What follows belongs to an exercise in optimizing a design on an open flow for small area, a short achievable clock period and few clock cycles per item; a production flow would make more cautious choices. Where RTL was checked, it was by simulation tests only, not by an equivalence proof against the original. No functional check of the RTL was part of run 2. Power is estimated from default activity; no workload was simulated.

## flow/design.v (module list and top-level ports; edited modules follow where they fit)
// module brimet_mul24: 966 lines
// module brimet_fa: 4 lines
// module brimet_alu: 328 lines
module brimet_alu (
    input  wire        clk,
    input  wire        rst,
    input  wire        in_valid,
    input  wire [7:0]  in_op,
    input  wire [13:0] in_imm,
    input  wire [31:0] in_a,
    input  wire [7:0]  in_aq,
    input  wire [31:0] in_b,
    input  wire [7:0]  in_bq,
    input  wire [31:0] in_d,
    input  wire [7:0]  in_dq,
    output reg         out_valid,
    output reg  [31:0] out_val,
    output reg  [7:0]  out_q
);
  // ...
==> flow/run.sh <==
#!/bin/bash
# synth_recipe.tcl (not shown) runs the flow's synth.tcl, then flattens the netlist and writes it again
# the make line also repeats each setting of config.mk as NAME=value (left out here)
make -C /OpenROAD-flow-scripts/flow DESIGN_CONFIG=/design/flow/config.mk WORK_HOME=/design/flow/orfs CLKGATE_MAP_FILE= SYNTH_SCRIPT=/design/flow/synth_recipe.tcl finish
==> flow/config.mk <==
export PLATFORM = sky130hd
export DESIGN_NAME = brimet_alu
export DESIGN_NICKNAME = brimet_alu
export VERILOG_FILES = /design/flow/design.v
export SDC_FILE = /design/flow/constraint.sdc
export NUM_CORES = 4
export LEC_CHECK = 0
export CAP_MARGIN = 20
export CORE_MARGIN = 2
export CORE_UTILIZATION = 50
export SLEW_MARGIN = 20
export SYNTH_HIERARCHICAL = 1
export SYNTH_MINIMUM_KEEP_SIZE = 0
==> flow/constraint.sdc <==
create_clock -name core_clock -period 36.0 [get_ports {clk}]
set_input_delay 7.2000 -clock core_clock [delete_from_list [all_inputs] [get_ports {clk}]]
set_output_delay 7.2000 -clock core_clock [all_outputs]
set_load 0.01 [all_outputs]
==> metrics.csv, run 1 <==
stage,metric,value,unit
power,pg_seq,0.000790,W
placement,dpl.hpwl,150.5,mm
placement,postPlaceCellArea,51980,um^2
run_status,status,no timing/DRC/antenna violations,
logic_synthesis,synth_top_family_by_area,compound AO/OA/AOI/OAI gates,
critical_path,critPathTopFamily,compound AO/OA/AOI/OAI gates,
finish,buf_share,4.640,%
clocking,clkSlewWorstSetupHoldPaths,0.07,ns
die,start_util,50.34,%
power,power,0.006381,W
sta,drv_slew,0,
power,p_int,0.002860,W
clocking,clk_latency,0.67,ns
logic_synthesis,synth.largest_area_cell,dfxtp_1,
critical_path,r2r-start,s2_mag[44],
clocking,postCtsSetupBuffers,0,
global_routing,grt_use_met2,58.75,%
finish,postLayoutCellArea,53850,um^2
power,top_power_group,combinational logic,
critical_path,crit_type,register to register,
die,io_pins,186,
clocking,max-clock-path-buffers,3,
routing,route.met2.wl,86.64,mm
logic_synthesis,synth_area_leaders,"dfxtp_1 18%, fa_1 11%, xnor2_1 8.7%, ha_1 7.9%, nand2_1 4.7%",
routing,first_pass_iters,8,
routing,post_drt_wl_per_cell,26.26,um
finish,seq_cells,445,
routing,num_vias,48310,
critical_path,required,36.46,ns
clocking,cts_inserted_buffers,50,
critical_path,crit_path_start,s2_mag[44],
Testbench counts, summed over its fixed seeds: cycles 48,032, ops 48,000.
==> module brimet_alu, before the edit <==
module brimet_alu (
    input  wire        clk,
    input  wire        rst,
    input  wire        in_valid,
    input  wire [7:0]  in_op,
    input  wire [13:0] in_imm,
    input  wire [31:0] in_a,
    input  wire [7:0]  in_aq,
    input  wire [31:0] in_b,
    input  wire [7:0]  in_bq,
    input  wire [31:0] in_d,
    input  wire [7:0]  in_dq,
    output reg         out_valid,
    output reg  [31:0] out_val,
    output reg  [7:0]  out_q
);
    localparam [7:0] OP_ADD   = 8'h06;
    localparam [7:0] OP_SUB   = 8'h07;
    localparam [7:0] OP_MUL   = 8'h08;
    localparam [7:0] OP_MAC   = 8'h09;
    localparam [7:0] OP_MIN   = 8'h0B;
    localparam [7:0] OP_MAX   = 8'h0C;
    localparam [7:0] OP_ABS   = 8'h0D;
    localparam [7:0] OP_CLAMP = 8'h0E;
    localparam [7:0] OP_SEL   = 8'h10;
    localparam [7:0] OP_QUAL  = 8'h1D;
    localparam [31:0] QNAN      = 32'h7FC0_0000;
    localparam [7:0]  Q_GOOD    = 8'hC0;
    localparam [7:0]  Q_UNCERT  = 8'h40;
    localparam [7:0]  Q_OVERRNG = 8'h03;
    function [1:0] qclass;
        input [7:0] q;
        begin
            qclass = (q[7:6] == 2'b11) ? 2'd3 : (q[7:6] == 2'b01) ? 2'd1 : 2'd0;
        end
    endfunction
    function [7:0] worse;
        input [7:0] q1;
        input [7:0] q2;
        begin
            if (qclass(q1) == 2'd0 && qclass(q2) == 2'd0)
                worse = q1;
            else if (qclass(q1) <= qclass(q2))
                worse = q1;
            else
                worse = q2;
        end
    endfunction
    function is_nan;
        input [31:0] v;
        begin
            is_nan = (v[30:23] == 8'hFF) && (v[22:0] != 23'd0);
        end
    endfunction
    function finite;
        input [31:0] v;
        begin
            finite = (v[30:23] != 8'hFF);
        end
    endfunction
    function [31:0] flush;
        input [31:0] v;
        begin
            flush = (v[30:23] == 8'd0) ? {v[31], 31'd0} : v;
        end
    endfunction
    function ge_half;
        input [31:0] v;
        begin
            ge_half = !v[31] && !is_nan(v) && (v[30:0] >= 31'h3F00_0000);
        end
    endfunction
    function [31:0] fkey;
        input [31:0] v;
        begin
            fkey = v[31] ? ~v : {1'b1, v[30:0]};
        end
    endfunction
    reg        s0_valid;
    reg [7:0]  s0_op;
    reg [2:0]  s0_qsel;
    reg [5:0]  s0_qsub;
    reg [31:0] s0_a, s0_b, s0_d;
    reg [7:0]  s0_aq, s0_bq, s0_dq;
    always @(posedge clk) begin
        if (rst)
            s0_valid <= 1'b0;
        else
            s0_valid <= in_valid;
        s0_op   <= in_op;
        s0_qsel <= in_imm[2:0];
        s0_qsub <= in_imm[13:8];
        s0_a    <= in_a;
        s0_b    <= in_b;
        s0_d    <= in_d;
        s0_aq   <= in_aq;
        s0_bq   <= in_bq;
        s0_dq   <= in_dq;
    end
    wire op_add   = (s0_op == OP_ADD);
    wire op_sub   = (s0_op == OP_SUB);
    wire op_mul   = (s0_op == OP_MUL);
    wire op_mac   = (s0_op == OP_MAC);
    wire op_min   = (s0_op == OP_MIN);
    wire op_max   = (s0_op == OP_MAX);
    wire op_abs   = (s0_op == OP_ABS);
    wire op_clamp = (s0_op == OP_CLAMP);
    wire op_sel   = (s0_op == OP_SEL);
    wire op_qual  = (s0_op == OP_QUAL);
    wire op_as    = op_add | op_sub;
    wire op_fma   = op_as | op_mul | op_mac;
    wire [7:0]  ea  = s0_a[30:23];
    wire [7:0]  eb  = op_as ? 8'd127 : s0_b[30:23];
    wire [7:0]  ec  = op_as ? s0_b[30:23] : op_mac ? s0_d[30:23] : 8'd0;
    wire [22:0] fc  = op_mac ? s0_d[22:0] : s0_b[22:0];
    wire        az  = (ea == 8'd0);
    wire        bz  = (eb == 8'd0);
    wire        cz  = (ec == 8'd0);
    wire [23:0] ma  = az ? 24'd0 : {1'b1, s0_a[22:0]};
    wire [23:0] mb  = op_as ? 24'h80_0000 : bz ? 24'd0 : {1'b1, s0_b[22:0]};
    wire [23:0] mc  = cz ? 24'd0 : {1'b1, fc};
    wire        sp  = s0_a[31] ^ (s0_b[31] & ~op_as);
    wire        sc  = op_add ? s0_b[31] : op_sub ? ~s0_b[31] : op_mac ? s0_d[31] : 1'b1;
    wire        pz  = az | bz;
    wire [47:0] prod;
    brimet_mul24 u_mul (
        .a(ma),
        .b(mb),
        .p(prod)
    );
    wire signed [10:0] xab  = $signed({3'd0, ea}) + $signed({3'd0, eb}) - 11'sd100;
    wire signed [10:0] rraw = xab - $signed({3'd0, ec});
    reg  [6:0]  rsh;
    reg  signed [9:0] tb;
    always @* begin
        if (pz) begin
            rsh = 7'd0;
            tb  = $signed({2'd0, ec});
        end else if (cz) begin
            rsh = 7'd127;
            tb  = xab[9:0];
        end else if (rraw < 11'sd0) begin
            rsh = 7'd0;
            tb  = $signed({2'd0, ec});
        end else begin
            rsh = (rraw > 11'sd127) ? 7'd127 : rraw[6:0];
            tb  = xab[9:0];
        end
    end
    wire [7:0]  nlow = {1'b0, rsh} - 8'd51;
    reg  [23:0] lowmask;
    integer k;
    always @* begin
        for (k = 0; k < 24; k = k + 1)
            lowmask[k] = (rsh > 7'd51) && (nlow > k);
    end
    wire stk = |(mc & lowmask);
    wire [31:0] fa = flush(s0_a);
    wire [31:0] fb = flush(s0_b);
    wire [31:0] fd = flush(s0_d);
    wire ab_le = fkey(fa) <= fkey(fb);    
    wire da_ge = fkey(fd) >= fkey(fa);    
    wire db_le = fkey(fd) <= fkey(fb);
    wire [31:0] t_cl  = da_ge ? fd : fa;
    wire        tb_le = da_ge ? db_le : ab_le;
    wire [31:0] r_cl  = tb_le ? t_cl : fb;
    wire        d_ge  = ge_half(s0_d);
    wire        a_ge  = ge_half(s0_a);
    wire [31:0] sel_v = d_ge ? s0_a : s0_b;
    reg [31:0] o_v;
    reg [7:0]  o_q;
    reg        o_bad;
    always @* begin
        o_v   = 32'd0;
        o_q   = Q_GOOD;
        o_bad = 1'b0;
        case (s0_op)
            OP_ADD, OP_SUB, OP_MUL: begin
                o_q   = worse(s0_aq, s0_bq);
                o_bad = !finite(s0_a) || !finite(s0_b);
            end
            OP_MAC: begin
                o_q   = worse(worse(s0_aq, s0_bq), s0_dq);
                o_bad = !finite(s0_a) || !finite(s0_b) || !finite(s0_d);
            end
            OP_MIN: begin
                o_v   = ab_le ? fa : fb;
                o_q   = worse(s0_aq, s0_bq);
                o_bad = is_nan(s0_a) || is_nan(s0_b) || !finite(o_v);
            end
            OP_MAX: begin
                o_v   = ab_le ? fb : fa;
                o_q   = worse(s0_aq, s0_bq);
                o_bad = is_nan(s0_a) || is_nan(s0_b) || !finite(o_v);
            end
            OP_ABS: begin
                o_v   = {1'b0, fa[30:0]};
                o_q   = s0_aq;
                o_bad = !finite(s0_a);
            end
            OP_CLAMP: begin
                o_v   = r_cl;
                o_q   = worse(worse(s0_dq, s0_aq), s0_bq);
                o_bad = is_nan(s0_d) || is_nan(s0_a) || is_nan(s0_b) ||
                        !finite(t_cl) || !finite(r_cl);
            end
            OP_SEL: begin
                o_v   = sel_v;
                o_q   = d_ge ? worse(s0_dq, s0_aq) : worse(s0_dq, s0_bq);
                o_bad = !finite(sel_v);
            end
            OP_QUAL: begin
                o_v = s0_d;
                case (s0_qsel)
                    3'd0: o_q = worse(s0_aq, s0_bq);
                    3'd1: o_q = s0_aq;
                    3'd2: o_q = (s0_dq == Q_GOOD && s0_aq != Q_GOOD) ? Q_UNCERT : s0_dq;
                    default: o_q = a_ge ? {2'b00, s0_qsub} : s0_dq;
                endcase
            end
            default: begin
                o_v = 32'd0;
                o_q = Q_GOOD;
            end
        endcase
    end
    reg        s1_valid;
    reg        s1_fma;
    reg        s1_bad;
    reg [31:0] s1_v;
    reg [7:0]  s1_q;
    reg [47:0] s1_p;
    reg [23:0] s1_mc;
    reg [6:0]  s1_rsh;
    reg        s1_stk;
    reg signed [9:0] s1_tb;
    reg        s1_sp, s1_sc, s1_zs;
    always @(posedge clk) begin
        if (rst)
            s1_valid <= 1'b0;
        else
            s1_valid <= s0_valid;
        s1_fma <= op_fma;
        s1_bad <= o_bad;
        s1_v   <= o_v;
        s1_q   <= o_q;
        s1_p   <= prod;
        s1_mc  <= mc;
        s1_rsh <= rsh;
        s1_stk <= stk;
        s1_tb  <= tb;
        s1_sp  <= sp;
        s1_sc  <= sc;
        s1_zs  <= pz & cz & sp & sc;
    end
    wire [74:0] aw = ({s1_mc, 51'd0} >> s1_rsh) | {74'd0, s1_stk};
    wire [74:0] pw = {26'd0, s1_p, 1'b0};
    wire        esub = s1_sp ^ s1_sc;
    wire [75:0] sum = esub ? ({1'b0, aw} - {1'b0, pw}) : ({1'b0, aw} + {1'b0, pw});
    wire        neg = esub & sum[75];
    wire [74:0] mag = neg ? {26'd0, ~sum[48:0] + 49'd1} : sum[74:0];
    wire        rs  = neg ? s1_sp : s1_sc;
    reg        s2_valid;
    reg        s2_fma;
    reg        s2_bad;
    reg [31:0] s2_v;
    reg [7:0]  s2_q;
    reg [74:0] s2_mag;
    reg signed [9:0] s2_tb;
    reg        s2_rs, s2_zs;
    always @(posedge clk) begin
        if (rst)
            s2_valid <= 1'b0;
        else
            s2_valid <= s1_valid;
        s2_fma <= s1_fma;
        s2_bad <= s1_bad;
        s2_v   <= s1_v;
        s2_q   <= s1_q;
        s2_mag <= mag;
        s2_tb  <= s1_tb;
        s2_rs  <= rs;
        s2_zs  <= s1_zs;
    end
    reg [6:0] lz;
    integer i;
    always @* begin
        lz = 7'd75;
        for (i = 0; i < 75; i = i + 1)
            if (s2_mag[i]) lz = 7'd74 - i[6:0];
    end
    wire [74:0] norm = s2_mag << lz;
    wire signed [9:0] te = s2_tb - $signed({3'd0, lz});
    wire [23:0] m24 = norm[74:51];
    wire        g24 = norm[50];
    wire        t24 = |norm[49:0];
    wire        i24 = g24 & (t24 | m24[0]);
    wire [24:0] r25 = {1'b0, m24} + {24'd0, i24};
    wire signed [9:0] fe = te + $signed({9'd0, r25[24]});
    reg [31:0] fr;
    reg        ovf;
    always @* begin
        ovf = 1'b0;
        if (s2_mag == 75'd0) begin
            fr = {s2_zs, 31'd0};
        end else if (te >= 10'sd1) begin
            if (fe >= 10'sd255) begin
                ovf = 1'b1;
                fr  = QNAN;
            end else begin
                fr = {s2_rs, fe[7:0], r25[24] ? 23'd0 : r25[22:0]};
            end
        end else if (te == 10'sd0 && (&norm[74:52]) && norm[51]) begin
            fr = {s2_rs, 8'd1, 23'd0};
        end else begin
            fr = {s2_rs, 31'd0};
        end
    end
    wire bad = s2_bad | (s2_fma & ovf);
    always @(posedge clk) begin
        if (rst)
            out_valid <= 1'b0;
        else
            out_valid <= s2_valid;
        out_val <= bad ? QNAN : s2_fma ? fr : s2_v;
        out_q   <= bad ? Q_OVERRNG : s2_q;
    end
endmodule
==> inputs of run 2 (changes only) <==
--- a/flow/design.v
+++ b/flow/design.v
@@ -957,22 +957,406 @@
     wire w591, w592;
     brimet_fa uw591 (w501, w418, w500, w591, w592);
     wire w593, w594;
     brimet_fa uw593 (w503, 1'b1, w502, w593, w594);
     wire w595, w596;
     brimet_fa uw595 (~neg11, pp12[23], w504, w595, w596);
     wire [47:0] r0 = {w595, w593, w591, w589, w587, w585, w583, w581, w579, w577, w575, w573, w571, w569, w567, w565, w563, w561, w559, w557, w555, w553, w551, w549, w547, w545, w543, w541, w539, w537, w535, w533, w531, w529, w527, w525, w523, w521, w519, w517, w515, w513, w511, w509, w507, w505, pp0[1], pp0[0]};
     wire [47:0] r1 = {w594, w592, w590, w588, w586, w584, w582, w580, w578, w576, w574, w572, w570, w568, w566, w564, w562, w560, w558, w556, w554, w552, w550, w548, w546, w544, w542, w540, w538, w536, w534, w532, w530, w528, w526, w524, w522, w520, w518, w516, w514, w512, w510, w508, w506, neg1, 1'b0, neg0};
-    assign p = r0 + r1;
+    wire        co;
+    brimet_add48 u_cpa (.x(r0), .y(r1), .s0(p), .c0(co));
 endmodule
 module brimet_fa (input wire x, input wire y, input wire z, output wire s, output wire c);
     assign s = x ^ y ^ z;
     assign c = (x & y) | (x & z) | (y & z);
 endmodule
+module brimet_add48 (
+    input  wire [47:0] x,
+    input  wire [47:0] y,
+    output wire [47:0] s0,
+    output wire        c0
+);
+    wire [47:0] g = x & y;
+    wire [47:0] p = x ^ y;
+    wire gn1 = g[1] | (p[1] & g[0]);
+    wire pn1 = p[1] & p[0];
+    wire gn2 = g[3] | (p[3] & g[2]);
+    wire pn2 = p[3] & p[2];
+    wire gn3 = g[5] | (p[5] & g[4]);
+    wire pn3 = p[5] & p[4];
+    wire gn4 = g[7] | (p[7] & g[6]);
+    wire pn4 = p[7] & p[6];
+    wire gn5 = g[9] | (p[9] & g[8]);
+    wire pn5 = p[9] & p[8];
+    wire gn6 = g[11] | (p[11] & g[10]);
+    wire pn6 = p[11] & p[10];
+    wire gn7 = g[13] | (p[13] & g[12]);
+    wire pn7 = p[13] & p[12];
+    wire gn8 = g[15] | (p[15] & g[14]);
+    wire pn8 = p[15] & p[14];
+    wire gn9 = g[17] | (p[17] & g[16]);
+    wire pn9 = p[17] & p[16];
+    wire gn10 = g[19] | (p[19] & g[18]);
+    wire pn10 = p[19] & p[18];
+    wire gn11 = g[21] | (p[21] & g[20]);
+    wire pn11 = p[21] & p[20];
+    wire gn12 = g[23] | (p[23] & g[22]);
+    wire pn12 = p[23] & p[22];
+    wire gn13 = g[25] | (p[25] & g[24]);
+    wire pn13 = p[25] & p[24];
+    wire gn14 = g[27] | (p[27] & g[26]);
+    wire pn14 = p[27] & p[26];
+    wire gn15 = g[29] | (p[29] & g[28]);
+    wire pn15 = p[29] & p[28];
+    wire gn16 = g[31] | (p[31] & g[30]);
+    wire pn16 = p[31] & p[30];
+    wire gn17 = g[33] | (p[33] & g[32]);
+    wire pn17 = p[33] & p[32];
+    wire gn18 = g[35] | (p[35] & g[34]);
+    wire pn18 = p[35] & p[34];
+    wire gn19 = g[37] | (p[37] & g[36]);
+    wire pn19 = p[37] & p[36];
+    wire gn20 = g[39] | (p[39] & g[38]);
+    wire pn20 = p[39] & p[38];
+    wire gn21 = g[41] | (p[41] & g[40]);
+    wire pn21 = p[41] & p[40];
+    wire gn22 = g[43] | (p[43] & g[42]);
+    wire pn22 = p[43] & p[42];
+    wire gn23 = g[45] | (p[45] & g[44]);
+    wire pn23 = p[45] & p[44];
+    wire gn24 = g[47] | (p[47] & g[46]);
+    wire pn24 = p[47] & p[46];
+    wire gn25 = gn2 | (pn2 & gn1);
+    wire pn25 = pn2 & pn1;
+    wire gn26 = gn4 | (pn4 & gn3);
+    wire pn26 = pn4 & pn3;
+    wire gn27 = gn6 | (pn6 & gn5);
+    wire pn27 = pn6 & pn5;
+    wire gn28 = gn8 | (pn8 & gn7);
+    wire pn28 = pn8 & pn7;
+    wire gn29 = gn10 | (pn10 & gn9);
+    wire pn29 = pn10 & pn9;
+    wire gn30 = gn12 | (pn12 & gn11);
+    wire pn30 = pn12 & pn11;
+    wire gn31 = gn14 | (pn14 & gn13);
+    wire pn31 = pn14 & pn13;
+    wire gn32 = gn16 | (pn16 & gn15);
+    wire pn32 = pn16 & pn15;
+    wire gn33 = gn18 | (pn18 & gn17);
+    wire pn33 = pn18 & pn17;
+    wire gn34 = gn20 | (pn20 & gn19);
+    wire pn34 = pn20 & pn19;
+    wire gn35 = gn22 | (pn22 & gn21);
+    wire pn35 = pn22 & pn21;
+    wire gn36 = gn24 | (pn24 & gn23);
+    wire pn36 = pn24 & pn23;
+    wire gn37 = gn26 | (pn26 & gn25);
+    wire pn37 = pn26 & pn25;
+    wire gn38 = gn28 | (pn28 & gn27);
+    wire pn38 = pn28 & pn27;
+    wire gn39 = gn30 | (pn30 & gn29);
+    wire pn39 = pn30 & pn29;
+    wire gn40 = gn32 | (pn32 & gn31);
+    wire pn40 = pn32 & pn31;
+    wire gn41 = gn34 | (pn34 & gn33);
+    wire pn41 = pn34 & pn33;
+    wire gn42 = gn36 | (pn36 & gn35);
+    wire pn42 = pn36 & pn35;
+    wire gn43 = gn38 | (pn38 & gn37);
+    wire pn43 = pn38 & pn37;
+    wire gn44 = gn40 | (pn40 & gn39);
+    wire pn44 = pn40 & pn39;
+    wire gn45 = gn42 | (pn42 & gn41);
+    wire pn45 = pn42 & pn41;
+    wire gn46 = gn44 | (pn44 & gn43);
+    wire pn46 = pn44 & pn43;
+    wire gn47 = gn45 | (pn45 & gn46);
+    wire pn47 = pn45 & pn46;
+    wire gn48 = gn39 | (pn39 & gn43);
+    wire pn48 = pn39 & pn43;
+    wire gn49 = gn41 | (pn41 & gn46);
+    wire pn49 = pn41 & pn46;
+    wire gn50 = gn27 | (pn27 & gn37);
+    wire pn50 = pn27 & pn37;
+    wire gn51 = gn29 | (pn29 & gn43);
+    wire pn51 = pn29 & pn43;
+    wire gn52 = gn31 | (pn31 & gn48);
+    wire pn52 = pn31 & pn48;
+    wire gn53 = gn33 | (pn33 & gn46);
+    wire pn53 = pn33 & pn46;
+    wire gn54 = gn35 | (pn35 & gn49);
+    wire pn54 = pn35 & pn49;
+    wire gn55 = gn3 | (pn3 & gn25);
+    wire pn55 = pn3 & pn25;
+    wire gn56 = gn5 | (pn5 & gn37);
+    wire pn56 = pn5 & pn37;
+    wire gn57 = gn7 | (pn7 & gn50);
+    wire pn57 = pn7 & pn50;
+    wire gn58 = gn9 | (pn9 & gn43);
+    wire pn58 = pn9 & pn43;
+    wire gn59 = gn11 | (pn11 & gn51);
+    wire pn59 = pn11 & pn51;
+    wire gn60 = gn13 | (pn13 & gn48);
+    wire pn60 = pn13 & pn48;
+    wire gn61 = gn15 | (pn15 & gn52);
+    wire pn61 = pn15 & pn52;
+    wire gn62 = gn17 | (pn17 & gn46);
+    wire pn62 = pn17 & pn46;
+    wire gn63 = gn19 | (pn19 & gn53);
+    wire pn63 = pn19 & pn53;
+    wire gn64 = gn21 | (pn21 & gn49);
+    wire pn64 = pn21 & pn49;
+    wire gn65 = gn23 | (pn23 & gn54);
+    wire pn65 = pn23 & pn54;
+    wire gn66 = g[2] | (p[2] & gn1);
+    wire pn66 = p[2] & pn1;
+    wire gn67 = g[4] | (p[4] & gn25);
+    wire pn67 = p[4] & pn25;
+    wire gn68 = g[6] | (p[6] & gn55);
+    wire pn68 = p[6] & pn55;
+    wire gn69 = g[8] | (p[8] & gn37);
+    wire pn69 = p[8] & pn37;
+    wire gn70 = g[10] | (p[10] & gn56);
+    wire pn70 = p[10] & pn56;
+    wire gn71 = g[12] | (p[12] & gn50);
+    wire pn71 = p[12] & pn50;
+    wire gn72 = g[14] | (p[14] & gn57);
+    wire pn72 = p[14] & pn57;
+    wire gn73 = g[16] | (p[16] & gn43);
+    wire pn73 = p[16] & pn43;
+    wire gn74 = g[18] | (p[18] & gn58);
+    wire pn74 = p[18] & pn58;
+    wire gn75 = g[20] | (p[20] & gn51);
+    wire pn75 = p[20] & pn51;
+    wire gn76 = g[22] | (p[22] & gn59);
+    wire pn76 = p[22] & pn59;
+    wire gn77 = g[24] | (p[24] & gn48);
+    wire pn77 = p[24] & pn48;
+    wire gn78 = g[26] | (p[26] & gn60);
+    wire pn78 = p[26] & pn60;
+    wire gn79 = g[28] | (p[28] & gn52);
+    wire pn79 = p[28] & pn52;
+    wire gn80 = g[30] | (p[30] & gn61);
+    wire pn80 = p[30] & pn61;
+    wire gn81 = g[32] | (p[32] & gn46);
+    wire pn81 = p[32] & pn46;
+    wire gn82 = g[34] | (p[34] & gn62);
+    wire pn82 = p[34] & pn62;
+    wire gn83 = g[36] | (p[36] & gn53);
+    wire pn83 = p[36] & pn53;
+    wire gn84 = g[38] | (p[38] & gn63);
+    wire pn84 = p[38] & pn63;
+    wire gn85 = g[40] | (p[40] & gn49);
+    wire pn85 = p[40] & pn49;
+    wire gn86 = g[42] | (p[42] & gn64);
+    wire pn86 = p[42] & pn64;
+    wire gn87 = g[44] | (p[44] & gn54);
+    wire pn87 = p[44] & pn54;
+    wire gn88 = g[46] | (p[46] & gn65);
+    wire pn88 = p[46] & pn65;
+    wire [47:0] gc = {gn47, gn88, gn65, gn87, gn54, gn86, gn64, gn85, gn49, gn84, gn63, gn83, gn53, gn82, gn62, gn81, gn46, gn80, gn61, gn79, gn52, gn78, gn60, gn77, gn48, gn76, gn59, gn75, gn51, gn74, gn58, gn73, gn43, gn72, gn57, gn71, gn50, gn70, gn56, gn69, gn37, gn68, gn55, gn67, gn25, gn66, gn1, g[0]};
+    assign s0 = p ^ {gc[46:0], 1'b0};
+    assign c0 = gc[47];
+endmodule
+module brimet_cadd49 (
+    input  wire [48:0] x,
+    input  wire [48:0] y,
+    output wire [48:0] s1,
+    output wire        c1,
+    output wire [48:0] s0,
+    output wire        c0
+);
+    wire [48:0] g = x & y;
+    wire [48:0] p = x ^ y;
+    wire gn1 = g[1] | (p[1] & g[0]);
+    wire pn1 = p[1] & p[0];
+    wire gn2 = g[3] | (p[3] & g[2]);
+    wire pn2 = p[3] & p[2];
+    wire gn3 = g[5] | (p[5] & g[4]);
+    wire pn3 = p[5] & p[4];
+    wire gn4 = g[7] | (p[7] & g[6]);
+    wire pn4 = p[7] & p[6];
+    wire gn5 = g[9] | (p[9] & g[8]);
+    wire pn5 = p[9] & p[8];
+    wire gn6 = g[11] | (p[11] & g[10]);
+    wire pn6 = p[11] & p[10];
+    wire gn7 = g[13] | (p[13] & g[12]);
+    wire pn7 = p[13] & p[12];
+    wire gn8 = g[15] | (p[15] & g[14]);
+    wire pn8 = p[15] & p[14];
+    wire gn9 = g[17] | (p[17] & g[16]);
+    wire pn9 = p[17] & p[16];
+    wire gn10 = g[19] | (p[19] & g[18]);
+    wire pn10 = p[19] & p[18];
+    wire gn11 = g[21] | (p[21] & g[20]);
+    wire pn11 = p[21] & p[20];
+    wire gn12 = g[23] | (p[23] & g[22]);
+    wire pn12 = p[23] & p[22];
+    wire gn13 = g[25] | (p[25] & g[24]);
+    wire pn13 = p[25] & p[24];
+    wire gn14 = g[27] | (p[27] & g[26]);
+    wire pn14 = p[27] & p[26];
+    wire gn15 = g[29] | (p[29] & g[28]);
+    wire pn15 = p[29] & p[28];
+    wire gn16 = g[31] | (p[31] & g[30]);
+    wire pn16 = p[31] & p[30];
+    wire gn17 = g[33] | (p[33] & g[32]);
+    wire pn17 = p[33] & p[32];
+    wire gn18 = g[35] | (p[35] & g[34]);
+    wire pn18 = p[35] & p[34];
+    wire gn19 = g[37] | (p[37] & g[36]);
+    wire pn19 = p[37] & p[36];
+    wire gn20 = g[39] | (p[39] & g[38]);
+    wire pn20 = p[39] & p[38];
+    wire gn21 = g[41] | (p[41] & g[40]);
+    wire pn21 = p[41] & p[40];
+    wire gn22 = g[43] | (p[43] & g[42]);
+    wire pn22 = p[43] & p[42];
+    wire gn23 = g[45] | (p[45] & g[44]);
+    wire pn23 = p[45] & p[44];
+    wire gn24 = g[47] | (p[47] & g[46]);
+    wire pn24 = p[47] & p[46];
+    wire gn25 = gn2 | (pn2 & gn1);
+    wire pn25 = pn2 & pn1;
+    wire gn26 = gn4 | (pn4 & gn3);
+    wire pn26 = pn4 & pn3;
+    wire gn27 = gn6 | (pn6 & gn5);
+    wire pn27 = pn6 & pn5;
+    wire gn28 = gn8 | (pn8 & gn7);
+    wire pn28 = pn8 & pn7;
+    wire gn29 = gn10 | (pn10 & gn9);
+    wire pn29 = pn10 & pn9;
+    wire gn30 = gn12 | (pn12 & gn11);
+    wire pn30 = pn12 & pn11;
+    wire gn31 = gn14 | (pn14 & gn13);
+    wire pn31 = pn14 & pn13;
+    wire gn32 = gn16 | (pn16 & gn15);
+    wire pn32 = pn16 & pn15;
+    wire gn33 = gn18 | (pn18 & gn17);
+    wire pn33 = pn18 & pn17;
+    wire gn34 = gn20 | (pn20 & gn19);
+    wire pn34 = pn20 & pn19;
+    wire gn35 = gn22 | (pn22 & gn21);
+    wire pn35 = pn22 & pn21;
+    wire gn36 = gn24 | (pn24 & gn23);
+    wire pn36 = pn24 & pn23;
+    wire gn37 = gn26 | (pn26 & gn25);
+    wire pn37 = pn26 & pn25;
+    wire gn38 = gn28 | (pn28 & gn27);
+    wire pn38 = pn28 & pn27;
+    wire gn39 = gn30 | (pn30 & gn29);
+    wire pn39 = pn30 & pn29;
+    wire gn40 = gn32 | (pn32 & gn31);
+    wire pn40 = pn32 & pn31;
+    wire gn41 = gn34 | (pn34 & gn33);
+    wire pn41 = pn34 & pn33;
+    wire gn42 = gn36 | (pn36 & gn35);
+    wire pn42 = pn36 & pn35;
+    wire gn43 = gn38 | (pn38 & gn37);
+    wire pn43 = pn38 & pn37;
+    wire gn44 = gn40 | (pn40 & gn39);
+    wire pn44 = pn40 & pn39;
+    wire gn45 = gn42 | (pn42 & gn41);
+    wire pn45 = pn42 & pn41;
+    wire gn46 = gn44 | (pn44 & gn43);
+    wire pn46 = pn44 & pn43;
+    wire gn47 = gn45 | (pn45 & gn46);
+    wire pn47 = pn45 & pn46;
+    wire gn48 = gn39 | (pn39 & gn43);
+    wire pn48 = pn39 & pn43;
+    wire gn49 = gn41 | (pn41 & gn46);
+    wire pn49 = pn41 & pn46;
+    wire gn50 = gn27 | (pn27 & gn37);
+    wire pn50 = pn27 & pn37;
+    wire gn51 = gn29 | (pn29 & gn43);
+    wire pn51 = pn29 & pn43;
+    wire gn52 = gn31 | (pn31 & gn48);
+    wire pn52 = pn31 & pn48;
+    wire gn53 = gn33 | (pn33 & gn46);
+    wire pn53 = pn33 & pn46;
+    wire gn54 = gn35 | (pn35 & gn49);
+    wire pn54 = pn35 & pn49;
+    wire gn55 = gn3 | (pn3 & gn25);
+    wire pn55 = pn3 & pn25;
+    wire gn56 = gn5 | (pn5 & gn37);
+    wire pn56 = pn5 & pn37;
+    wire gn57 = gn7 | (pn7 & gn50);
+    wire pn57 = pn7 & pn50;
+    wire gn58 = gn9 | (pn9 & gn43);
+    wire pn58 = pn9 & pn43;
+    wire gn59 = gn11 | (pn11 & gn51);
+    wire pn59 = pn11 & pn51;
+    wire gn60 = gn13 | (pn13 & gn48);
+    wire pn60 = pn13 & pn48;
+    wire gn61 = gn15 | (pn15 & gn52);
+    wire pn61 = pn15 & pn52;
+    wire gn62 = gn17 | (pn17 & gn46);
+    wire pn62 = pn17 & pn46;
+    wire gn63 = gn19 | (pn19 & gn53);
+    wire pn63 = pn19 & pn53;
+    wire gn64 = gn21 | (pn21 & gn49);
+    wire pn64 = pn21 & pn49;
+    wire gn65 = gn23 | (pn23 & gn54);
+    wire pn65 = pn23 & pn54;
+    wire gn66 = g[2] | (p[2] & gn1);
+    wire pn66 = p[2] & pn1;
+    wire gn67 = g[4] | (p[4] & gn25);
+    wire pn67 = p[4] & pn25;
+    wire gn68 = g[6] | (p[6] & gn55);
+    wire pn68 = p[6] & pn55;
+    wire gn69 = g[8] | (p[8] & gn37);
+    wire pn69 = p[8] & pn37;
+    wire gn70 = g[10] | (p[10] & gn56);
+    wire pn70 = p[10] & pn56;
+    wire gn71 = g[12] | (p[12] & gn50);
+    wire pn71 = p[12] & pn50;
+    wire gn72 = g[14] | (p[14] & gn57);
+    wire pn72 = p[14] & pn57;
+    wire gn73 = g[16] | (p[16] & gn43);
+    wire pn73 = p[16] & pn43;
+    wire gn74 = g[18] | (p[18] & gn58);
+    wire pn74 = p[18] & pn58;
+    wire gn75 = g[20] | (p[20] & gn51);
+    wire pn75 = p[20] & pn51;
+    wire gn76 = g[22] | (p[22] & gn59);
+    wire pn76 = p[22] & pn59;
+    wire gn77 = g[24] | (p[24] & gn48);
+    wire pn77 = p[24] & pn48;
+    wire gn78 = g[26] | (p[26] & gn60);
+    wire pn78 = p[26] & pn60;
+    wire gn79 = g[28] | (p[28] & gn52);
+    wire pn79 = p[28] & pn52;
+    wire gn80 = g[30] | (p[30] & gn61);
+    wire pn80 = p[30] & pn61;
+    wire gn81 = g[32] | (p[32] & gn46);
+    wire pn81 = p[32] & pn46;
+    wire gn82 = g[34] | (p[34] & gn62);
+    wire pn82 = p[34] & pn62;
+    wire gn83 = g[36] | (p[36] & gn53);
+    wire pn83 = p[36] & pn53;
+    wire gn84 = g[38] | (p[38] & gn63);
+    wire pn84 = p[38] & pn63;
+    wire gn85 = g[40] | (p[40] & gn49);
+    wire pn85 = p[40] & pn49;
+    wire gn86 = g[42] | (p[42] & gn64);
+    wire pn86 = p[42] & pn64;
+    wire gn87 = g[44] | (p[44] & gn54);
+    wire pn87 = p[44] & pn54;
+    wire gn88 = g[46] | (p[46] & gn65);
+    wire pn88 = p[46] & pn65;
+    wire gn89 = g[48] | (p[48] & gn47);
+    wire pn89 = p[48] & pn47;
+    wire [48:0] gc = {gn89, gn47, gn88, gn65, gn87, gn54, gn86, gn64, gn85, gn49, gn84, gn63, gn83, gn53, gn82, gn62, gn81, gn46, gn80, gn61, gn79, gn52, gn78, gn60, gn77, gn48, gn76, gn59, gn75, gn51, gn74, gn58, gn73, gn43, gn72, gn57, gn71, gn50, gn70, gn56, gn69, gn37, gn68, gn55, gn67, gn25, gn66, gn1, g[0]};
+    assign s0 = p ^ {gc[47:0], 1'b0};
+    assign c0 = gc[48];
+    wire [48:0] pc = {pn89, pn47, pn88, pn65, pn87, pn54, pn86, pn64, pn85, pn49, pn84, pn63, pn83, pn53, pn82, pn62, pn81, pn46, pn80, pn61, pn79, pn52, pn78, pn60, pn77, pn48, pn76, pn59, pn75, pn51, pn74, pn58, pn73, pn43, pn72, pn57, pn71, pn50, pn70, pn56, pn69, pn37, pn68, pn55, pn67, pn25, pn66, pn1, p[0]};
+    assign s1 = p ^ {gc[47:0] | pc[47:0], 1'b1};
+    assign c1 = gc[48] | pc[48];
+endmodule
 module brimet_alu (
     input  wire        clk,
     input  wire        rst,
     input  wire        in_valid,
     input  wire [7:0]  in_op,
     input  wire [13:0] in_imm,
     input  wire [31:0] in_a,
     input  wire [7:0]  in_aq,
@@ -1043,26 +1427,28 @@
     function [31:0] fkey;
         input [31:0] v;
         begin
             fkey = v[31] ? ~v : {1'b1, v[30:0]};
         end
     endfunction
     reg        s0_valid;
     reg [7:0]  s0_op;
+    reg        s0_as;
     reg [2:0]  s0_qsel;
     reg [5:0]  s0_qsub;
     reg [31:0] s0_a, s0_b, s0_d;
     reg [7:0]  s0_aq, s0_bq, s0_dq;
     always @(posedge clk) begin
         if (rst)
             s0_valid <= 1'b0;
         else
             s0_valid <= in_valid;
         s0_op   <= in_op;
+        s0_as   <= (in_op[7:1] == 7'b0000011);    
         s0_qsel <= in_imm[2:0];
         s0_qsub <= in_imm[13:8];
         s0_a    <= in_a;
         s0_b    <= in_b;
         s0_d    <= in_d;
         s0_aq   <= in_aq;
         s0_bq   <= in_bq;
         s0_dq   <= in_dq;
@@ -1072,27 +1458,27 @@
     wire op_mul   = (s0_op == OP_MUL);
     wire op_mac   = (s0_op == OP_MAC);
     wire op_min   = (s0_op == OP_MIN);
     wire op_max   = (s0_op == OP_MAX);
     wire op_abs   = (s0_op == OP_ABS);
     wire op_clamp = (s0_op == OP_CLAMP);
     wire op_sel   = (s0_op == OP_SEL);
     wire op_qual  = (s0_op == OP_QUAL);
-    wire op_as    = op_add | op_sub;
+    wire op_as    = s0_as;
     wire op_fma   = op_as | op_mul | op_mac;
     wire [7:0]  ea  = s0_a[30:23];
     wire [7:0]  eb  = op_as ? 8'd127 : s0_b[30:23];
     wire [7:0]  ec  = op_as ? s0_b[30:23] : op_mac ? s0_d[30:23] : 8'd0;
     wire [22:0] fc  = op_mac ? s0_d[22:0] : s0_b[22:0];
     wire        az  = (ea == 8'd0);
     wire        bz  = (eb == 8'd0);
     wire        cz  = (ec == 8'd0);
-    wire [23:0] ma  = az ? 24'd0 : {1'b1, s0_a[22:0]};
-    wire [23:0] mb  = op_as ? 24'h80_0000 : bz ? 24'd0 : {1'b1, s0_b[22:0]};
+    wire [23:0] ma  = {1'b1, s0_a[22:0]};
+    wire [23:0] mb  = op_as ? 24'h80_0000 : {1'b1, s0_b[22:0]};
     wire [23:0] mc  = cz ? 24'd0 : {1'b1, fc};
     wire        sp  = s0_a[31] ^ (s0_b[31] & ~op_as);
     wire        sc  = op_add ? s0_b[31] : op_sub ? ~s0_b[31] : op_mac ? s0_d[31] : 1'b1;
     wire        pz  = az | bz;
     wire [47:0] prod;
     brimet_mul24 u_mul (
         .a(ma),
         .b(mb),
@@ -1120,179 +1506,253 @@
     wire [7:0]  nlow = {1'b0, rsh} - 8'd51;
     reg  [23:0] lowmask;
     integer k;
     always @* begin
         for (k = 0; k < 24; k = k + 1)
             lowmask[k] = (rsh > 7'd51) && (nlow > k);
     end
     wire stk = |(mc & lowmask);
-    wire [31:0] fa = flush(s0_a);
-    wire [31:0] fb = flush(s0_b);
-    wire [31:0] fd = flush(s0_d);
-    wire ab_le = fkey(fa) <= fkey(fb);    
-    wire da_ge = fkey(fd) >= fkey(fa);    
-    wire db_le = fkey(fd) <= fkey(fb);
-    wire [31:0] t_cl  = da_ge ? fd : fa;
-    wire        tb_le = da_ge ? db_le : ab_le;
-    wire [31:0] r_cl  = tb_le ? t_cl : fb;
+    wire        da_lt, da_gt, tb_lt, tb_gt;
+    brimet_cmp31 u_cmp1 (.x(s0_d[30:0]), .y(s0_a[30:0]), .lt(da_lt), .gt(da_gt));
+    wire        da_ge = (s0_d[31] != s0_a[31]) ? s0_a[31] : s0_d[31] ? ~da_gt : ~da_lt;
+    wire        t_d   = op_qual | (op_clamp & da_ge);
+    wire [31:0] t_v   = t_d ? s0_d : s0_a;
+    brimet_cmp31 u_cmp2 (.x(t_v[30:0]), .y(s0_b[30:0]), .lt(tb_lt), .gt(tb_gt));
+    wire        tb_le = (t_v[31] != s0_b[31]) ? t_v[31] : t_v[31] ? ~tb_lt : ~tb_gt;
     wire        d_ge  = ge_half(s0_d);
     wire        a_ge  = ge_half(s0_a);
-    wire [31:0] sel_v = d_ge ? s0_a : s0_b;
-    reg [31:0] o_v;
+    wire        pick_t = op_sel ? d_ge : (op_abs | op_qual) ? 1'b1 : (tb_le ^ op_max);
+    wire [31:0] r_v    = pick_t ? t_v : s0_b;
+    wire        op_mm  = op_min | op_max | op_clamp | op_abs;
+    wire        op_byp = op_mm | op_sel | op_qual;
+    wire        r_sub  = op_mm & (r_v[30:23] == 8'd0);
+    wire [31:0] o_v    = {r_v[31] & ~op_abs, r_v[30:23], r_v[22:0] & {23{~r_sub}}} & {32{op_byp}};
     reg [7:0]  o_q;
     reg        o_bad;
     always @* begin
-        o_v   = 32'd0;
         o_q   = Q_GOOD;
         o_bad = 1'b0;
         case (s0_op)
             OP_ADD, OP_SUB, OP_MUL: begin
                 o_q   = worse(s0_aq, s0_bq);
                 o_bad = !finite(s0_a) || !finite(s0_b);
             end
             OP_MAC: begin
                 o_q   = worse(worse(s0_aq, s0_bq), s0_dq);
                 o_bad = !finite(s0_a) || !finite(s0_b) || !finite(s0_d);
             end
-            OP_MIN: begin
-                o_v   = ab_le ? fa : fb;
+            OP_MIN, OP_MAX: begin
                 o_q   = worse(s0_aq, s0_bq);
-                o_bad = is_nan(s0_a) || is_nan(s0_b) || !finite(o_v);
-            end
-            OP_MAX: begin
-                o_v   = ab_le ? fb : fa;
-                o_q   = worse(s0_aq, s0_bq);
-                o_bad = is_nan(s0_a) || is_nan(s0_b) || !finite(o_v);
+                o_bad = is_nan(s0_a) || is_nan(s0_b) || !finite(r_v);
             end
             OP_ABS: begin
-                o_v   = {1'b0, fa[30:0]};
                 o_q   = s0_aq;
                 o_bad = !finite(s0_a);
             end
             OP_CLAMP: begin
-                o_v   = r_cl;
                 o_q   = worse(worse(s0_dq, s0_aq), s0_bq);
                 o_bad = is_nan(s0_d) || is_nan(s0_a) || is_nan(s0_b) ||
-                        !finite(t_cl) || !finite(r_cl);
+                        !finite(t_v) || !finite(r_v);
             end
             OP_SEL: begin
-                o_v   = sel_v;
                 o_q   = d_ge ? worse(s0_dq, s0_aq) : worse(s0_dq, s0_bq);
-                o_bad = !finite(sel_v);
+                o_bad = !finite(r_v);
             end
             OP_QUAL: begin
-                o_v = s0_d;
                 case (s0_qsel)
                     3'd0: o_q = worse(s0_aq, s0_bq);
                     3'd1: o_q = s0_aq;
                     3'd2: o_q = (s0_dq == Q_GOOD && s0_aq != Q_GOOD) ? Q_UNCERT : s0_dq;
                     default: o_q = a_ge ? {2'b00, s0_qsub} : s0_dq;
                 endcase
             end
             default: begin
-                o_v = 32'd0;
                 o_q = Q_GOOD;
             end
         endcase
     end
     reg        s1_valid;
     reg        s1_fma;
     reg        s1_bad;
-    reg [31:0] s1_v;
     reg [7:0]  s1_q;
     reg [47:0] s1_p;
     reg [23:0] s1_mc;
     reg [6:0]  s1_rsh;
     reg        s1_stk;
     reg signed [9:0] s1_tb;
-    reg        s1_sp, s1_sc, s1_zs;
+    reg        s1_sp, s1_sc, s1_zs, s1_pz;
     always @(posedge clk) begin
         if (rst)
             s1_valid <= 1'b0;
         else
             s1_valid <= s0_valid;
         s1_fma <= op_fma;
         s1_bad <= o_bad;
-        s1_v   <= o_v;
         s1_q   <= o_q;
         s1_p   <= prod;
-        s1_mc  <= mc;
-        s1_rsh <= rsh;
-        s1_stk <= stk;
-        s1_tb  <= tb;
-        s1_sp  <= sp;
-        s1_sc  <= sc;
+        s1_mc  <= op_fma ? mc : o_v[23:0];
+        s1_rsh <= op_fma ? rsh : 7'd51;
+        s1_stk <= op_fma & stk;
+        s1_tb  <= op_fma ? tb : {2'b00, o_v[31:24]};
+        s1_sp  <= op_fma & sp;
+        s1_sc  <= op_fma & sc;
         s1_zs  <= pz & cz & sp & sc;
+        s1_pz  <= pz | ~op_fma;
     end
-    wire [74:0] aw = ({s1_mc, 51'd0} >> s1_rsh) | {74'd0, s1_stk};
-    wire [74:0] pw = {26'd0, s1_p, 1'b0};
+    wire [24:0] al1 = s1_rsh[0] ? {1'b0, s1_mc} : {s1_mc, 1'b0};           
+    wire [26:0] al2 = s1_rsh[1] ? {2'b0, al1} : {al1, 2'b0};               
+    wire [30:0] al3 = s1_rsh[2] ? {4'b0, al2} : {al2, 4'b0};               
+    wire [38:0] al4 = s1_rsh[3] ? {8'b0, al3} : {al3, 8'b0};               
+    wire [54:0] al5 = s1_rsh[4] ? {16'b0, al4} : {al4, 16'b0};             
+    wire [74:0] al6 = s1_rsh[5] ? {32'b0, al5[54:12]} : {al5, 20'b0};      
+    wire [74:0] aw  = (s1_rsh[6] ? {64'b0, al6[74:64]} : al6) | {74'd0, s1_stk};
     wire        esub = s1_sp ^ s1_sc;
-    wire [75:0] sum = esub ? ({1'b0, aw} - {1'b0, pw}) : ({1'b0, aw} + {1'b0, pw});
-    wire        neg = esub & sum[75];
-    wire [74:0] mag = neg ? {26'd0, ~sum[48:0] + 49'd1} : sum[74:0];
+    wire [48:0] pw   = {s1_p, 1'b0} & {49{~s1_pz}};
+    wire [48:0] lo0, lo1;
+    wire        c0, c1;
+    brimet_cadd49 u_add (
+        .x (aw[48:0]),
+        .y (esub ? ~pw : pw),
+        .s0(lo0),
+        .s1(lo1),
+        .c0(c0),
+        .c1(c1)
+    );
+    wire [25:0] hi     = aw[74:49];
+    wire [25:0] hi_inc = hi + 26'd1;
+    wire [25:0] hi_dec = hi - 26'd1;
+    wire        hi_z   = (hi == 26'd0);
+    wire        neg = esub & ~c1 & hi_z;
+    reg  [74:0] mag;
+    always @* begin
+        if (!esub)
+            mag = {c0 ? hi_inc : hi, lo0};
+        else if (neg)
+            mag = {26'd0, ~lo0};
+        else
+            mag = {c1 ? hi : hi_dec, lo1};
+    end
     wire        rs  = neg ? s1_sp : s1_sc;
     reg        s2_valid;
     reg        s2_fma;
     reg        s2_bad;
-    reg [31:0] s2_v;
     reg [7:0]  s2_q;
     reg [74:0] s2_mag;
     reg signed [9:0] s2_tb;
     reg        s2_rs, s2_zs;
     always @(posedge clk) begin
         if (rst)
             s2_valid <= 1'b0;
         else
             s2_valid <= s1_valid;
         s2_fma <= s1_fma;
         s2_bad <= s1_bad;
-        s2_v   <= s1_v;
         s2_q   <= s1_q;
         s2_mag <= mag;
         s2_tb  <= s1_tb;
         s2_rs  <= rs;
         s2_zs  <= s1_zs;
     end
-    reg [6:0] lz;
-    integer i;
-    always @* begin
-        lz = 7'd75;
-        for (i = 0; i < 75; i = i + 1)
-            if (s2_mag[i]) lz = 7'd74 - i[6:0];
-    end
-    wire [74:0] norm = s2_mag << lz;
-    wire signed [9:0] te = s2_tb - $signed({3'd0, lz});
-    wire [23:0] m24 = norm[74:51];
-    wire        g24 = norm[50];
-    wire        t24 = |norm[49:0];
+    wire [74:0] m0  = s2_mag;
+    wire        z64 = ~|m0[74:11];
+    wire [74:0] n1  = z64 ? {m0[10:0], 64'd0} : m0;                         
+    wire        z32 = ~|n1[74:43];
+    wire [55:0] n2  = z32 ? {n1[42:0], 13'd0} : n1[74:19];                  
+    wire        k32 = ~z32 & (|n1[18:0]);
+    wire        z16 = ~|n2[55:40];
+    wire [39:0] n3  = z16 ? n2[39:0] : n2[55:16];                           
+    wire        k16 = ~z16 & (|n2[15:0]);
+    wire        z8  = ~|n3[39:32];
+    wire [31:0] n4  = z8 ? n3[31:0] : n3[39:8];                             
+    wire        k8  = ~z8 & (|n3[7:0]);
+    wire        z4  = ~|n4[31:28];
+    wire [27:0] n5  = z4 ? n4[27:0] : n4[31:4];                             
+    wire        k4  = ~z4 & (|n4[3:0]);
+    wire        z2  = ~|n5[27:26];
+    wire [25:0] n6  = z2 ? n5[25:0] : n5[27:2];                             
+    wire        k2  = ~z2 & (|n5[1:0]);
+    wire        z1  = ~n6[25];
+    wire [24:0] n7  = z1 ? n6[24:0] : n6[25:1];                             
+    wire        k1  = ~z1 & n6[0];
+    wire        t24 = k32 | k16 | k8 | k4 | k2 | k1;
+    wire [6:0]  lz  = {z64, z32, z16, z8, z4, z2, z1};
+    wire signed [10:0] tbx = {s2_tb[9], s2_tb};
+    wire signed [10:0] l1  = tbx - 11'sd1;       
+    wire signed [10:0] l2  = tbx - 11'sd255;     
+    wire signed [10:0] l3  = tbx - 11'sd254;     
+    wire [6:0]  l1s = l1[10] ? 7'd0 : (l1 > 11'sd127) ? 7'd127 : l1[6:0];
+    wire [6:0]  l2s = l2[10] ? 7'd0 : (l2 > 11'sd127) ? 7'd127 : l2[6:0];
+    wire        l3v = !l3[10] && (l3 <= 11'sd127);
+    wire        t0v = !tbx[10] && (tbx <= 11'sd127);
+    wire        te_pos = !l1[10] && (lz <= l1s);                  
+    wire        te_max = !l2[10] && (lz <= l2s);                  
+    wire        te_254 = l3v && (lz == l3[6:0]);                  
+    wire        te_0   = t0v && (lz == s2_tb[6:0]);               
+    wire [23:0] m24 = n7[24:1];
+    wire        g24 = n7[0];
     wire        i24 = g24 & (t24 | m24[0]);
     wire [24:0] r25 = {1'b0, m24} + {24'd0, i24};
-    wire signed [9:0] fe = te + $signed({9'd0, r25[24]});
+    wire [7:0]  te8 = s2_tb[7:0] - {1'b0, lz};
+    wire [7:0]  fe8 = te8 + {7'd0, r25[24]};
     reg [31:0] fr;
     reg        ovf;
     always @* begin
         ovf = 1'b0;
-        if (s2_mag == 75'd0) begin
+        if (!n7[24]) begin
             fr = {s2_zs, 31'd0};
-        end else if (te >= 10'sd1) begin
-            if (fe >= 10'sd255) begin
+        end else if (te_pos) begin
+            if (te_max || (te_254 && r25[24])) begin
                 ovf = 1'b1;
                 fr  = QNAN;
             end else begin
-                fr = {s2_rs, fe[7:0], r25[24] ? 23'd0 : r25[22:0]};
+                fr = {s2_rs, fe8, r25[24] ? 23'd0 : r25[22:0]};
             end
-        end else if (te == 10'sd0 && (&norm[74:52]) && norm[51]) begin
+        end else if (te_0 && (&n7[24:2]) && n7[1]) begin
             fr = {s2_rs, 8'd1, 23'd0};
         end else begin
             fr = {s2_rs, 31'd0};
         end
     end
     wire bad = s2_bad | (s2_fma & ovf);
     always @(posedge clk) begin
         if (rst)
             out_valid <= 1'b0;
         else
             out_valid <= s2_valid;
-        out_val <= bad ? QNAN : s2_fma ? fr : s2_v;
+        out_val <= bad ? QNAN : s2_fma ? fr : {s2_tb[7:0], s2_mag[23:0]};
         out_q   <= bad ? Q_OVERRNG : s2_q;
     end
 endmodule
+module brimet_cmp31 (
+    input  wire [30:0] x,
+    input  wire [30:0] y,
+    output wire        lt,
+    output wire        gt
+);
+    wire [31:0] l0 = {1'b0, ~x & y};
+    wire [31:0] g0 = {1'b0, x & ~y};
+    wire [15:0] l1, g1;
+    wire [7:0]  l2, g2;
+    wire [3:0]  l3, g3;
+    wire [1:0]  l4, g4;
+    genvar i;
+    generate
+        for (i = 0; i < 16; i = i + 1) begin : a1
+            assign l1[i] = l0[2*i+1] | (~g0[2*i+1] & l0[2*i]);
+            assign g1[i] = g0[2*i+1] | (~l0[2*i+1] & g0[2*i]);
+        end
+        for (i = 0; i < 8; i = i + 1) begin : a2
+            assign l2[i] = l1[2*i+1] | (~g1[2*i+1] & l1[2*i]);
+            assign g2[i] = g1[2*i+1] | (~l1[2*i+1] & g1[2*i]);
+        end
+        for (i = 0; i < 4; i = i + 1) begin : a3
+            assign l3[i] = l2[2*i+1] | (~g2[2*i+1] & l2[2*i]);
+            assign g3[i] = g2[2*i+1] | (~l2[2*i+1] & g2[2*i]);
+        end
+        for (i = 0; i < 2; i = i + 1) begin : a4
+            assign l4[i] = l3[2*i+1] | (~g3[2*i+1] & l3[2*i]);
+            assign g4[i] = g3[2*i+1] | (~l3[2*i+1] & g3[2*i]);
+        end
+    endgenerate
+    assign lt = l4[1] | (~g4[1] & l4[0]);
+    assign gt = g4[1] | (~l4[1] & g4[0]);
+endmodule
==> flow/flow/run.sh (new file) <==
#!/bin/bash
# Standard ORFS layout of the design at the design's clock period and
# constraints. Changes: a larger setup margin for repair_timing, so that the
# resizer also works on paths well inside the clock period, and port buffers
# of a plain buffer cell (every input and output port still gets one).
set -euo pipefail
bash standard.sh SETUP_SLACK_MARGIN=28.5 'BUFFER_PORTS_ARGS=-buffer_cell sky130_fd_sc_hd__buf_4' finish > standard_flow.log 2>&1
==> flow/standard.sh (new file) <==
#!/bin/bash
# synth_recipe.tcl (not shown) runs the flow's synth.tcl, then flattens the netlist and writes it again
# the make line also repeats each setting of config.mk as NAME=value (left out here)
make -C /OpenROAD-flow-scripts/flow DESIGN_CONFIG=/design/flow/config.mk WORK_HOME=/design/flow/orfs CLKGATE_MAP_FILE= SYNTH_SCRIPT=/design/flow/synth_recipe.tcl "${@:-finish}"
removed: flow/run.sh
==> metrics.csv, run 2 <==
stage,metric,value,unit,change
min_path,min_delay_path_depth,0,,unchanged
global_routing,gr-total-overflow,0,,unchanged
clocking,cts_inserted_buffers,46,,was 50
placement,dpl.hpwl,121.7,mm,was 150.5 mm
die,rows,108,,was 115
finish,largest_reg_flops,75,,unchanged
critical_path,cp_cell_sequence,buf_6,,
run,maxCapViolations,0,,unchanged
critical_path,slowest_delay,0.36,ns,was 0.87 ns
critical_path,cp_max_fo,1,,was 75
sta,period_minus_slack,8.280,ns,was 9.393 ns
finish,final_cells,6315,,was 7427
global_routing,antenna_found_initial,5,,unchanged
global_routing,grt_max_degree,90,,was 76
sta,finalSetupViolations,0,,unchanged
critical_path,crit_path_start,out_val[16],,was s2_mag[44]
routing,routed_wirelength,161.8,mm,was 195.0 mm
routing,num_vias,40620,,was 48310
global_routing,gr-usage-all-layers,35.09,%,was 37.22%
critical_path,r2r.worst_path.cells,29,,unchanged
critical_path,crit_slowest_cell,dfxtp_2,,was o21ai_0
finish,drive_gt1_share,16.92,%,was 5.574%
logic_synthesis,postSynthCellCount,5026,,was 6181
finish,layout.nets,5803,,was 6818
clocking,clkSlewWorstSetupHoldPaths,0.06,ns,was 0.07 ns
clocking,htreeDepth,2,,unchanged
power,power.leakage,19.73,nW,was 21.96 nW
logic_synthesis,synth.cell_area,43610,um^2,was 49470 um^2
routing,post_drt_wl_per_cell,25.62,um,was 26.26 um
critical_path,r2r_setup_slack,28.50,ns,was 26.61 ns
power,vdd_drop_max,199.7,uV,was 258.7 uV
critical_path,r2r-start,s0_a[1],,was s2_mag[44]
sta,skew,0.06760,ns,was 0.04568 ns
finish,layout_common_cells,"411 x xnor2_1, 339 x o22ai_1, 335 x dfxtp_1",,"was 621 x nand2_1, 491 x xnor2_1, 442 x dfxtp_1"
finish,layout_commonest_cell,xnor2_1,,was nand2_1
min_path,worst_hold_path_type,register to register,,unchanged
sta,tns,0,ns,unchanged
die,die-area,89610,um^2,was 101500 um^2
finish,reg.largest.list,"s2_mag x75, s1_p x48",,unchanged
critical_path,crit_type,register to output pin,,was register to register
logic_synthesis,syn_area_per_cell,8.678,um^2,was 8.004 um^2
clocking,cts_sinks,383,,was 445
placement,dp_cells,6134,,was 7325
critical_path,end_kind,output pin,,was register
die,io_pins,186,,unchanged
min_path,hold_start,s1_tb[1],,was s1_tb[7]
routing,postRouteAntennaNets,0,,unchanged
sta,hold_viol,0,,unchanged
sta,max-slew-margin-rel,28.74,%,was 21.62%
placement,gp_congestion,1.017,,was 1.045
clocking,clk_latency,0.63,ns,was 0.67 ns
die,start_util,50.35,%,was 50.34%
min_path,hold_path_end,s2_tb[1],,was s2_tb[7]
clocking,cts_tree,yes,,unchanged
critical_path,required,28.80,ns,was 36.46 ns
clocking,max-clock-path-buffers,3,,unchanged
critical_path,rr_endpoint,s1_mc[8],,was out_val[6]
critical_path,crit_buf_inv,1,,was 4
finish,regMostFlops,s2_mag,,unchanged
sta,holdWs,0.3250,ns,was 0.2959 ns
routing,vias_per_cell,6.432,,was 6.505
clocking,root_buffer,clkbuf_16,,unchanged
sta,rsz0062_at_grt,true,,was false
placement,io_buffers,180,,unchanged
routing,drcViolationCount,0,,unchanged
sta,drv_slew,0,,unchanged
finish,area_delta_synth_final,13.35,%,was 8.849%
critical_path,critPathTopFamily,flip-flops,,was compound AO/OA/AOI/OAI gates
clocking,cts_hold_buf,0,,unchanged
sta,fin_crit_sh,23.00,%,was 26.09%
sta,worst_pin_slew,1.066,ns,was 1.171 ns
routing,drt-initial-drc-count,4057,,was 5657
finish,num_antenna_cells,0,,was 4
power,power_density,89.91,nW/um^2,was 118.5 nW/um^2
global_routing,grt_pass1_wl,242.2,mm,was 290.9 mm
die,core_region_area,86620,um^2,was 98280 um^2
routing,first_pass_iters,7,,was 8
sta,fmax,0.1208,GHz,was 0.1065 GHz
global_routing,grt_pass1_vias,38850,,was 46140
die,die_x,299.3,um,was 318.6 um
die,die_h,299.3,um,was 318.6 um
critical_path,crit_arrival,1.08,ns,was 9.85 ns
run_status,status,no timing/DRC/antenna violations,,unchanged
critical_path,start_kind,register,,unchanged
logic_synthesis,ys_warn_count,7,,unchanged
## run 2: area by class of cell
cell class / count / area [um^2]
clock buffer: 57 / 1262
clock inverter: 28 / 282.8
fill: 7962 / 37180
inverter: 226 / 1008
multi-input combinational: 4112 / 34500
sequential: 383 / 7735
tap: 1155 / 1445
timing repair buffer: 350 / 3176
timing repair inverter: 4 / 28.78
## run 2: how the worst max path moves through the flow
stage | cells past startpoint | slack [ns] | end
final | 1 | 27.72 | out_val[16]
after global routing | 1 | 27.70 | out_val[16]
after CTS | 1 | 27.68 | out_val[16]
after detailed placement | 24 | 26.99 | s2_mag[70]
after global placement | 24 | 27.03 | s2_mag[68]
after floorplan | 2 | 28.07 | s0_as
## run 2: metrics by stage
step / total power (W) / util, % / cell area (um^2) / worst slack, ns
6_report: 0.004445 / 57.08 / 49440 / 27.72
5_1_grt: 0.004825 / 57.08 / 49440 / 27.70
4_1_cts: 0.004279 / 55.97 / 48480 / 27.68
3_5_place_dp: 0.003713 / 52.65 / 45610 / 26.99
3_3_place_gp: 0.003673 / 52.65 / 45610 / 27.03
2_1_floorplan: 0.002817 / - / 43710 / 28.07
## run 2: report_power, final
group / switching [W] / leakage [nW] / internal [W]
registers: 0.0000375 / 3.18 / 0.000525
clock network: 0.000205 / 0.749 / 0.000269
logic: 0.00199 / 15.8 / 0.00142
## run 2: metal layers
layer	global-route usage (%)	share of wire, %	vias to the layer above
li1	-	-	18620
met1	46.42	41	19640
met2	54.52	44	1960
met3	5.219	8.4	408
met4	20.71	6.9	0
met5	0	0	-
## run 2: repair_timing
| action | in CTS | in global routing |
|---|---|---|
| setup endpoints to repair | 202 | 159 |
| setup buffers | 37 | 44 |
| resized for setup | 203 | 120 |
| cloned | 12 | 3 |
| pin swaps | 12 | 25 |
## run 2: worst reg2reg max path: cells and delay by family (launching register included)
kind,cells,cell delay [ns]
AOI/OAI and AO/OA,16,3.66
adders and majority gates,4,1.31
buffers and inverters,6,0.99
DFF,1,0.36
muxes,1,0.64
and+or+nand+nor,2,0.35

-- afterwards: timing with drivers on the ports --
Ports are ideal in the flow. The routed layouts listed here were re-timed in OpenROAD. Step 1 sets driving cells, clkbuf_16 on the clock port and buf_2 on the other inputs (assumed; they add their load-dependent delay and slew). Step 2, shift: input delay + t, output delay - t, t = (earliest + latest rising clock arrival at the registers) / 2. This alone moves slack from input paths to output paths. Three values: no drivers, after step 1, after step 2; two values: the first two.
run | t, ns | setup WS [ns] | worst hold slack (ns) | latest minus earliest clock arrival (ns) | pins driven straight from the clock port
run 1 | 0.728 | 26.607 / 26.607 / 26.607 | 0.296 / 0.296 / 0.296 | 0.045 / 0.046 | 1
run 2 | 0.655 | 27.720 / 27.656 / 27.942 | 0.325 / 0.325 / 0.325 | 0.067 / 0.067 | 1
After both steps setup and hold are still met in every run listed.
